What follows belongs to an exercise in optimizing a design on an open flow for small area and a short achievable clock period; a production flow would make more cautious choices.
Function was checked by simulation only, so behaviour that the tests miss may differ from the original.
Power and IR drop assume default switching activity.

## v14
// fp32_lane
module fp32_lane (
    input  wire        clk,
    input  wire        rst,
    input  wire        in_valid,
    input  wire [3:0]  in_op,
    input  wire [31:0] in_a,
    input  wire [31:0] in_b,
    input  wire [31:0] in_c,
    output reg         out_valid,
    output reg  [31:0] out_result,
    output reg  [2:0]  out_flags      
);
    localparam [3:0] OP_COPY  = 4'd0,
                     OP_ADD   = 4'd1,
                     OP_SUB   = 4'd2,
                     OP_MUL   = 4'd3,
                     OP_FMA   = 4'd4,
                     OP_FMS   = 4'd5,
                     OP_NEG   = 4'd6,
                     OP_ABS   = 4'd7,
                     OP_MIN   = 4'd8,
                     OP_MAX   = 4'd9,
                     OP_CMPEQ = 4'd10,
                     OP_CMPLT = 4'd11,
                     OP_CMPLE = 4'd12;
    localparam [31:0] QNAN = 32'h7FC0_0000;
    localparam [31:0] ONE  = 32'h3F80_0000;
    wire i_add = (in_op == OP_ADD);
    wire i_sub = (in_op == OP_SUB);
    wire i_mul = (in_op == OP_MUL);
    wire i_fms = (in_op == OP_FMS);
    wire [31:0] x_in = {in_a[31] ^ i_fms, in_a[30:0]};
    wire [31:0] y_in = (i_add | i_sub) ? ONE : in_b;
    wire [31:0] z_in = i_add ? in_b :
                       i_sub ? {~in_b[31], in_b[30:0]} :
                       i_mul ? {in_a[31] ^ in_b[31], 31'd0} : in_c;
    reg        r0_v;
    reg [3:0]  r0_op;
    reg [31:0] r0_x, r0_y, r0_z;
    always @(posedge clk) begin
        if (rst) r0_v <= 1'b0;
        else     r0_v <= in_valid;
        r0_op <= in_op;
        r0_x  <= x_in;
        r0_y  <= y_in;
        r0_z  <= z_in;
    end
    wire [31:0] x = r0_x, y = r0_y, z = r0_z;
    wire        xs = x[31], ys = y[31], zs = z[31];
    wire [7:0]  xe = x[30:23], ye = y[30:23], ze = z[30:23];
    wire        x_zero = (xe == 8'd0);
    wire        y_zero = (ye == 8'd0);
    wire        z_zero = (ze == 8'd0);
    wire        x_fz   = (x[22:0] == 23'd0);
    wire        y_fz   = (y[22:0] == 23'd0);
  ...
Size in the first run: roughly 4,500 cells after synthesis, about 0.043 sq mm of cells after synthesis.
export LEC_CHECK = 0
export CAP_MARGIN = 20
export CORE_MARGIN = 2
export CORE_UTILIZATION = 60
export CTS_CLUSTER_DIAMETER = 80
export CTS_CLUSTER_SIZE = 20
export SLEW_MARGIN = 20
export SYNTH_HIERARCHICAL = 1
export BUFFER_PORTS_ARGS = -inputs -outputs -buffer_cell sky130_fd_sc_hd__buf_2
export SETUP_SLACK_MARGIN = 18.3
create_clock -name core_clock -period 24.0 [get_ports {clk}]
standard.sh (not shown) runs the stock make flow with config.mk's settings and CLKGATE_MAP_FILE= SYNTH_SCRIPT=/design/flow/synth_recipe.tcl, a recipe that flattens the netlist after the stock synthesis.
==> flow/flow/run.sh <==
#!/bin/bash
# Layout flow: the standard layout (standard.sh) with two changes:
#  - every input and output port is buffered by a plain buf_2 instead of the
#    default port buffer;
#  - the timing repair after CTS and global routing aims for a setup slack of
#    18.3 ns at the design's 24 ns clock (paths of at most 5.7 ns); the SDC
#    and the clock period are the design's, unchanged.
set -euo pipefail
cat >> config.mk <<'EOC'
export BUFFER_PORTS_ARGS = -inputs -outputs -buffer_cell sky130_fd_sc_hd__buf_2
export SETUP_SLACK_MARGIN = 18.3
EOC
bash standard.sh finish > standard.log 2>&1
Input changes introduced in v7 (baseline for comparison: v14):
--- a/flow/design.v
+++ b/flow/design.v
@@ -116,46 +116,58 @@
         if (f_qnan)      xv = QNAN;
         else if (f_inf)  xv = {f_sgn, 8'hFF, 23'd0};
         else if (f_zero) xv = {f_sgn, 31'd0};
         else             xv = {(x[31] ^ op_neg) & ~op_abs, x[30:0] & {31{~(a_zero & ~op_copy)}}};
     end
     wire [31:0] yv = {y[31], y[30:0] & {31{~b_zero}}};
     wire a_first = f_eq ? sa : f_lt;
     wire pick_b  = op_mm & ~(a_nan & b_nan) & (a_nan | (~b_nan & (a_first ^ op_min)));
     wire [31:0] ov_res = op_cmp ? {32{cmp_t}} : pick_b ? yv : xv;
     wire        ov = ~is_ar | sp;
     wire [23:0] zm = ov ? ov_res[23:0] : {~z_zero, z[22:0] & {23{~z_zero}}};
+    wire [10:0] lo_sum;
+    wire        lo_co;
+    fp32_lane_add #(.N(11), .L(4)) u_ladd (.a(cs_s[10:0]), .b(cs_c[10:0]), .cin(1'b1), .eac(1'b0),
+                                          .s(lo_sum), .co(lo_co));
     reg        r1_v, r1_ov, r1_inv;
-    reg [47:0] r1_s, r1_c;
+    reg [45:11] r1_s;            
+    reg [46:11] r1_c;
+    reg [10:0] r1_lo;            
+    reg        r1_lc;            
     reg [23:0] r1_zm;
     reg        r1_pbig, r1_pz, r1_sub, r1_ps, r1_zs;
     reg [5:0]  r1_sh;
     reg [9:0]  r1_le;
     always @(posedge clk) begin
         if (rst) r1_v <= 1'b0;
         else     r1_v <= r0_v;
         r1_ov   <= ov;
         r1_inv  <= is_ar & sp_inv;
-        r1_s    <= cs_s;
-        r1_c    <= cs_c;
+        r1_s    <= cs_s[45:11];
+        r1_c    <= cs_c[46:11];
+        r1_lo   <= lo_sum;
+        r1_lc   <= lo_co;
         r1_zm   <= zm;
         r1_pbig <= p_big & ~ov;
         r1_pz   <= p_zero | ov;
         r1_sub  <= (ps ^ zs) & ~ov;
         r1_ps   <= ps;
         r1_zs   <= zs;
         r1_sh   <= sh;
         r1_le   <= ov ? {2'b00, ov_res[31:24]} : le;
     end
     wire [47:0] pmn;
-    fp32_lane_add #(.N(48), .L(6)) u_padd (.a(r1_s), .b(r1_c), .cin(1'b1), .eac(1'b0), .s(pmn), .co());
+    wire [36:0] hi_sum;
+    fp32_lane_add #(.N(37), .L(6)) u_padd (.a({2'b10, r1_s}), .b({1'b1, r1_c}), .cin(r1_lc), .eac(1'b0),
+                                          .s(hi_sum), .co());
+    assign pmn = {hi_sum, r1_lo};
     wire [47:0] pm  = ~pmn;
     wire        selp = ~r1_pbig & ~r1_pz;
     wire [47:0] lm  = r1_pbig ? pm : {r1_zm, 16'd0, r1_le[7:0] & {8{r1_ov}}};
     wire [47:0] sm  = {(r1_pbig ? r1_zm : pm[47:24] & {24{~r1_pz}}), pm[23:0] & {24{selp}}};
     wire [50:0] a5 = r1_sh[5] ? {32'd0, sm[47:29]} : {sm, 3'b000};
     wire [50:0] a4 = r1_sh[4] ? {16'd0, a5[50:16]} : a5;
     wire [50:0] a3 = r1_sh[3] ? {8'd0,  a4[50:8]}  : a4;
     wire [50:0] a2 = r1_sh[2] ? {4'd0,  a3[50:4]}  : a3;
     wire [50:0] a1 = r1_sh[1] ? {2'd0,  a2[50:2]}  : a2;
     wire [50:0] s_sh = r1_sh[0] ? {1'd0,  a1[50:1]}  : a1;
     wire        s_lost = (r1_sh[5] & (|sm[28:0])) | (r1_sh[4] & (|a5[15:0])) |
[summary]
Changes observed in v7 relative to v14: global route total overflow now sits at about the same level, number of sinks handled by clock tree synthesis now smaller.
v7 vs v14 on register-to-register slack: v7 is the lower one.
The flow did not stop early for v7: all stages ran, and the layout cleared the timing, DRC and antenna checks.
Going from v14 to v7, combined area of all synthesized cells fell 290 sq um, number of instances in the synthesized netlist about even, clock-buffer cell count moved up, area of combinational cells with multiple inputs barely changed.
[compare] base=v14 new=v7: number of flip-flops and latches decreased 13; worst setup slack went down; final cell count held; area of all placed cells without fillers fell by 150 sq um.

old:
Starting RTL as in the previous note.
Settings: LEC_CHECK=0, CAP_MARGIN=20, CORE_MARGIN=2, CORE_UTILIZATION=60, CTS_CLUSTER_DIAMETER=80, CTS_CLUSTER_SIZE=20, SLEW_MARGIN=20, SYNTH_HIERARCHICAL=1, BUFFER_PORTS_ARGS=-inputs -outputs -buffer_cell sky130_fd_sc_hd__buf_2, SETUP_SLACK_MARGIN=18.15; clock period 24.0 ns.
==> flow/flow/run.sh <==
#!/bin/bash
# Layout flow: the standard layout (standard.sh) with two changes:
#  - every input and output port is buffered by a plain buf_2 instead of the
#    default port buffer;
#  - the timing repair after CTS and global routing aims for a setup slack of
#    18.15 ns at the design's 24 ns clock (paths of at most 5.85 ns); the SDC
#    and the clock period are the design's, unchanged.
set -euo pipefail
cat >> config.mk <<'EOC'
export BUFFER_PORTS_ARGS = -inputs -outputs -buffer_cell sky130_fd_sc_hd__buf_2
export SETUP_SLACK_MARGIN = 18.15
EOC
bash standard.sh finish > standard.log 2>&1
Relative to old, the following input files were edited for new:
diff --git a/flow/design.v b/flow/design.v
--- a/flow/design.v
+++ b/flow/design.v
@@ -116,46 +116,58 @@
         if (f_qnan)      xv = QNAN;
         else if (f_inf)  xv = {f_sgn, 8'hFF, 23'd0};
         else if (f_zero) xv = {f_sgn, 31'd0};
         else             xv = {(x[31] ^ op_neg) & ~op_abs, x[30:0] & {31{~(a_zero & ~op_copy)}}};
     end
     wire [31:0] yv = {y[31], y[30:0] & {31{~b_zero}}};
     wire a_first = f_eq ? sa : f_lt;
     wire pick_b  = op_mm & ~(a_nan & b_nan) & (a_nan | (~b_nan & (a_first ^ op_min)));
     wire [31:0] ov_res = op_cmp ? {32{cmp_t}} : pick_b ? yv : xv;
     wire        ov = ~is_ar | sp;
     wire [23:0] zm = ov ? ov_res[23:0] : {~z_zero, z[22:0] & {23{~z_zero}}};
+    wire [10:0] lo_sum;
+    wire        lo_co;
+    fp32_lane_add #(.N(11), .L(4)) u_ladd (.a(cs_s[10:0]), .b(cs_c[10:0]), .cin(1'b1), .eac(1'b0),
+                                          .s(lo_sum), .co(lo_co));
     reg        r1_v, r1_ov, r1_inv;
-    reg [47:0] r1_s, r1_c;
+    reg [45:11] r1_s;            
+    reg [46:11] r1_c;
+    reg [10:0] r1_lo;            
+    reg        r1_lc;            
     reg [23:0] r1_zm;
     reg        r1_pbig, r1_pz, r1_sub, r1_ps, r1_zs;
     reg [5:0]  r1_sh;
     reg [9:0]  r1_le;
     always @(posedge clk) begin
         if (rst) r1_v <= 1'b0;
         else     r1_v <= r0_v;
         r1_ov   <= ov;
         r1_inv  <= is_ar & sp_inv;
-        r1_s    <= cs_s;
-        r1_c    <= cs_c;
+        r1_s    <= cs_s[45:11];
+        r1_c    <= cs_c[46:11];
+        r1_lo   <= lo_sum;
+        r1_lc   <= lo_co;
         r1_zm   <= zm;
         r1_pbig <= p_big & ~ov;
         r1_pz   <= p_zero | ov;
         r1_sub  <= (ps ^ zs) & ~ov;
         r1_ps   <= ps;
         r1_zs   <= zs;
         r1_sh   <= sh;
         r1_le   <= ov ? {2'b00, ov_res[31:24]} : le;
     end
     wire [47:0] pmn;
-    fp32_lane_add #(.N(48), .L(6)) u_padd (.a(r1_s), .b(r1_c), .cin(1'b1), .eac(1'b0), .s(pmn), .co());
+    wire [36:0] hi_sum;
+    fp32_lane_add #(.N(37), .L(6)) u_padd (.a({2'b10, r1_s}), .b({1'b1, r1_c}), .cin(r1_lc), .eac(1'b0),
+                                          .s(hi_sum), .co());
+    assign pmn = {hi_sum, r1_lo};
     wire [47:0] pm  = ~pmn;
     wire        selp = ~r1_pbig & ~r1_pz;
     wire [47:0] lm  = r1_pbig ? pm : {r1_zm, 16'd0, r1_le[7:0] & {8{r1_ov}}};
     wire [47:0] sm  = {(r1_pbig ? r1_zm : pm[47:24] & {24{~r1_pz}}), pm[23:0] & {24{selp}}};
     wire [50:0] a5 = r1_sh[5] ? {32'd0, sm[47:29]} : {sm, 3'b000};
     wire [50:0] a4 = r1_sh[4] ? {16'd0, a5[50:16]} : a5;
     wire [50:0] a3 = r1_sh[3] ? {8'd0,  a4[50:8]}  : a4;
     wire [50:0] a2 = r1_sh[2] ? {4'd0,  a3[50:4]}  : a3;
     wire [50:0] a1 = r1_sh[1] ? {2'd0,  a2[50:2]}  : a2;
     wire [50:0] s_sh = r1_sh[0] ? {1'd0,  a1[50:1]}  : a1;
     wire        s_lost = (r1_sh[5] & (|sm[28:0])) | (r1_sh[4] & (|a5[15:0])) |
==> summary.txt <==
new: no failed stages, no open violations at the end
Density: new denser than old
Relative to old, the count of buffers not belonging to the clock network in the layout measured on new has increased by a few percent.
Changes observed in new relative to old: total length of routed met2 wires shows an increase of 930 um; total power shows a reduction of about 3%; die area shows a reduction of 0.66%; synthesized cell count shows no meaningful change.
Taking old as the reference, in new layout sequential cell count saw a decrease; cell area after synthesis saw a decrease.

Another version of the RTL of fp32_lane (not shown whole).
Size in the first run: ~4,800 cells after synthesis, roughly 140 I/O pins, ~44,000 um2 of cells after synthesis.
Settings: LEC_CHECK=0, CAP_MARGIN=20, CORE_MARGIN=2, CORE_UTILIZATION=40, SLEW_MARGIN=20, SYNTH_HIERARCHICAL=1, BUFFER_PORTS_ARGS=-inputs -outputs -buffer_cell sky130_fd_sc_hd__buf_2; clock period 24.0 ns.
==> flow/flow/run.sh <==
#!/bin/bash
# Layout flow: the standard layout (standard.sh), with every input and
# output port buffered by a plain buf_2 instead of the default port buffer.
set -euo pipefail
echo 'export BUFFER_PORTS_ARGS = -inputs -outputs -buffer_cell sky130_fd_sc_hd__buf_2' >> config.mk
bash standard.sh finish > standard.log 2>&1
Next try:
--- a/flow/design.v
+++ b/flow/design.v
@@ -79,55 +79,60 @@
     wire sp_inv  = (x_zero & y_inf) | (x_inf & y_zero) |
                    (~(x_nan | y_nan | z_nan) & (x_inf | y_inf) & z_inf & (zs != ps));
     wire sp_nan  = sp_inv | x_nan | y_nan | z_nan;
     wire sp_inf  = ~sp_nan & (x_inf | y_inf | z_inf);
     wire sp_zero = ~sp_nan & ~(x_inf | y_inf | z_inf) & p_zero & z_zero;
     wire sp      = sp_nan | sp_inf | sp_zero;
     wire sp_sgn  = sp_inf ? ((x_inf | y_inf) ? ps : zs) : (ps & zs);
     wire        a_zero = x_zero, b_zero = y_zero;
     wire        a_nan  = x_nan,  b_nan  = y_nan;
-    wire        both_zero = a_zero & b_zero;
-    wire        raw_lt = (x[30:0] < y[30:0]);
-    wire        raw_eq = (x[30:0] == y[30:0]);
-    wire        mag_lt = a_zero ? ~b_zero : (~b_zero & raw_lt);
-    wire        mag_eq = both_zero | (~a_zero & ~b_zero & raw_eq);
-    wire        sa = x[31], sb = y[31];
-    wire f_eq      = both_zero | (mag_eq & (sa == sb));
+    wire [31:0] a_fl = a_zero ? {x[31], 31'd0} : x;
+    wire [31:0] b_fl = b_zero ? {y[31], 31'd0} : y;
+    wire both_zero = a_zero & b_zero;
+    wire mag_lt    = (a_fl[30:0] < b_fl[30:0]);
+    wire mag_eq    = (a_fl[30:0] == b_fl[30:0]);
+    wire f_eq      = both_zero | (mag_eq & (a_fl[31] == b_fl[31]));
     wire f_lt      = ~both_zero &
-                     ((sa & ~sb) |
-                      (~sa & ~sb & mag_lt) |
-                      (sa & sb & ~mag_lt & ~mag_eq));
+                     ((a_fl[31] & ~b_fl[31]) |
+                      (~a_fl[31] & ~b_fl[31] & mag_lt) |
+                      (a_fl[31] & b_fl[31] & ~mag_lt & ~mag_eq));
     wire any_nan   = a_nan | b_nan;
     wire op_copy = (r0_op == OP_COPY);
     wire op_neg  = (r0_op == OP_NEG);
     wire op_abs  = (r0_op == OP_ABS);
     wire op_min  = (r0_op == OP_MIN);
     wire op_mm   = (r0_op == OP_MIN) | (r0_op == OP_MAX);
     wire op_eq   = (r0_op == OP_CMPEQ);
     wire op_lt   = (r0_op == OP_CMPLT);
     wire op_le   = (r0_op == OP_CMPLE);
     wire op_cmp  = op_eq | op_lt | op_le;
-    wire cmp_t   = ~any_nan & ((op_eq & f_eq) | (op_lt & f_lt) | (op_le & (f_lt | f_eq)));
-    wire f_qnan = (is_ar & sp_nan) | ((op_neg | op_abs) & a_nan) | (op_mm & a_nan & b_nan);
+    wire a_first = f_eq ? a_fl[31] : f_lt;
+    wire pick_b  = op_mm & (a_nan | (~b_nan & (a_first ^ op_min)));
+    wire [31:0] src  = pick_b ? y : x;
+    wire        srcz = pick_b ? b_zero : a_zero;
+    wire [30:0] smag = src[30:0] & {31{~(srcz & ~op_copy)}};
+    wire        ssgn = (src[31] ^ op_neg) & ~op_abs;
+    wire cmp_t = ~any_nan & ((op_eq & f_eq) | (op_lt & f_lt) | (op_le & (f_lt | f_eq)));
+    wire f_qnan = (is_ar & sp & ~sp_inf & ~sp_zero) |
+                  ((op_neg | op_abs) & a_nan) | (op_mm & a_nan & b_nan);
+    wire f_ones = op_cmp & cmp_t;
     wire f_inf  = is_ar & sp_inf;
-    wire f_zero = (is_ar & sp_zero) | ~(is_ar | op_copy | op_neg | op_abs | op_mm | op_cmp);
+    wire f_zero = (is_ar & sp_zero) | (op_cmp & ~cmp_t) |
+                  ~(is_ar | op_copy | op_neg | op_abs | op_mm | op_cmp);
     wire f_sgn  = is_ar ? sp_sgn : 1'b0;
-    reg [31:0] xv;
+    reg [31:0] ov_res;
     always @(*) begin
-        if (f_qnan)      xv = QNAN;
-        else if (f_inf)  xv = {f_sgn, 8'hFF, 23'd0};
-        else if (f_zero) xv = {f_sgn, 31'd0};
-        else             xv = {(x[31] ^ op_neg) & ~op_abs, x[30:0] & {31{~(a_zero & ~op_copy)}}};
+        if (f_qnan)      ov_res = QNAN;
+        else if (f_ones) ov_res = 32'hFFFF_FFFF;
+        else if (f_inf)  ov_res = {f_sgn, 8'hFF, 23'd0};
+        else if (f_zero) ov_res = {f_sgn, 31'd0};
+        else             ov_res = {ssgn, smag};
     end
-    wire [31:0] yv = {y[31], y[30:0] & {31{~b_zero}}};
-    wire a_first = f_eq ? sa : f_lt;
-    wire pick_b  = op_mm & ~(a_nan & b_nan) & (a_nan | (~b_nan & (a_first ^ op_min)));
-    wire [31:0] ov_res = op_cmp ? {32{cmp_t}} : pick_b ? yv : xv;
     wire        ov = ~is_ar | sp;
     wire [23:0] zm = ov ? ov_res[23:0] : {~z_zero, z[22:0] & {23{~z_zero}}};
     reg        r1_v, r1_ov, r1_inv;
     reg [47:0] r1_s, r1_c;
     reg [23:0] r1_zm;
     reg        r1_pbig, r1_pz, r1_sub, r1_ps, r1_zs;
     reg [5:0]  r1_sh;
     reg [9:0]  r1_le;
     always @(posedge clk) begin
The changed run completed with no timing, DRC or antenna violations.
Die area increases slightly.
Core utilization increases by 0.10 points.
Cell count barely changes.
Cell area increases slightly.
Clock power increases by a few percent.
Total power increases slightly.

-- static timing again, ports no longer ideal --
How much do the figures lean on ideal ports? The routed layouts below were timed once more, with nothing changed but the port constraints.
Step 1 (the two cells are an assumption about what drives the block):
set clk [get_ports {clk}]
set_driving_cell -lib_cell sky130_fd_sc_hd__clkbuf_16 $clk
set_driving_cell -lib_cell sky130_fd_sc_hd__buf_2 [delete_from_list [all_inputs] $clk]
Step 2 adds t to the input delays and takes it off the output delays; t is the mean of the earliest and latest rising clock arrival at the registers after step 1. Input paths then give back, and output paths get back, about the clock's delay inside the block.
Three values: ideal, step 1, step 2; two values: the first two.
run	t (ns)	slack for setup (ns)	hold WS [ns]	latest minus earliest clock arrival (ns)
v14	0.628	18.183 / 18.119 / 17.920	0.331 / 0.331 / 0.331	0.040 / 0.040
v7	0.648	18.178 / 18.107 / 17.814	0.327 / 0.327 / 0.327	0.039 / 0.038
old	0.637	18.189 / 18.130 / 17.999	0.330 / 0.330 / 0.330	0.048 / 0.048
new	0.673	18.148 / 18.074 / 17.868	0.326 / 0.326 / 0.326	0.039 / 0.039
the first run of note 3	0.686	18.048 / 17.986 / 17.858	0.324 / 0.324 / 0.324	0.066 / 0.066
the second run of note 3	0.717	17.710 / 17.710 / 17.710	0.324 / 0.324 / 0.324	0.028 / 0.028
After both steps setup and hold are still met in every run listed. For v7, which loses most, drivers alone change the setup slack by -0.071 ns; drivers and shift together by -0.364 ns.
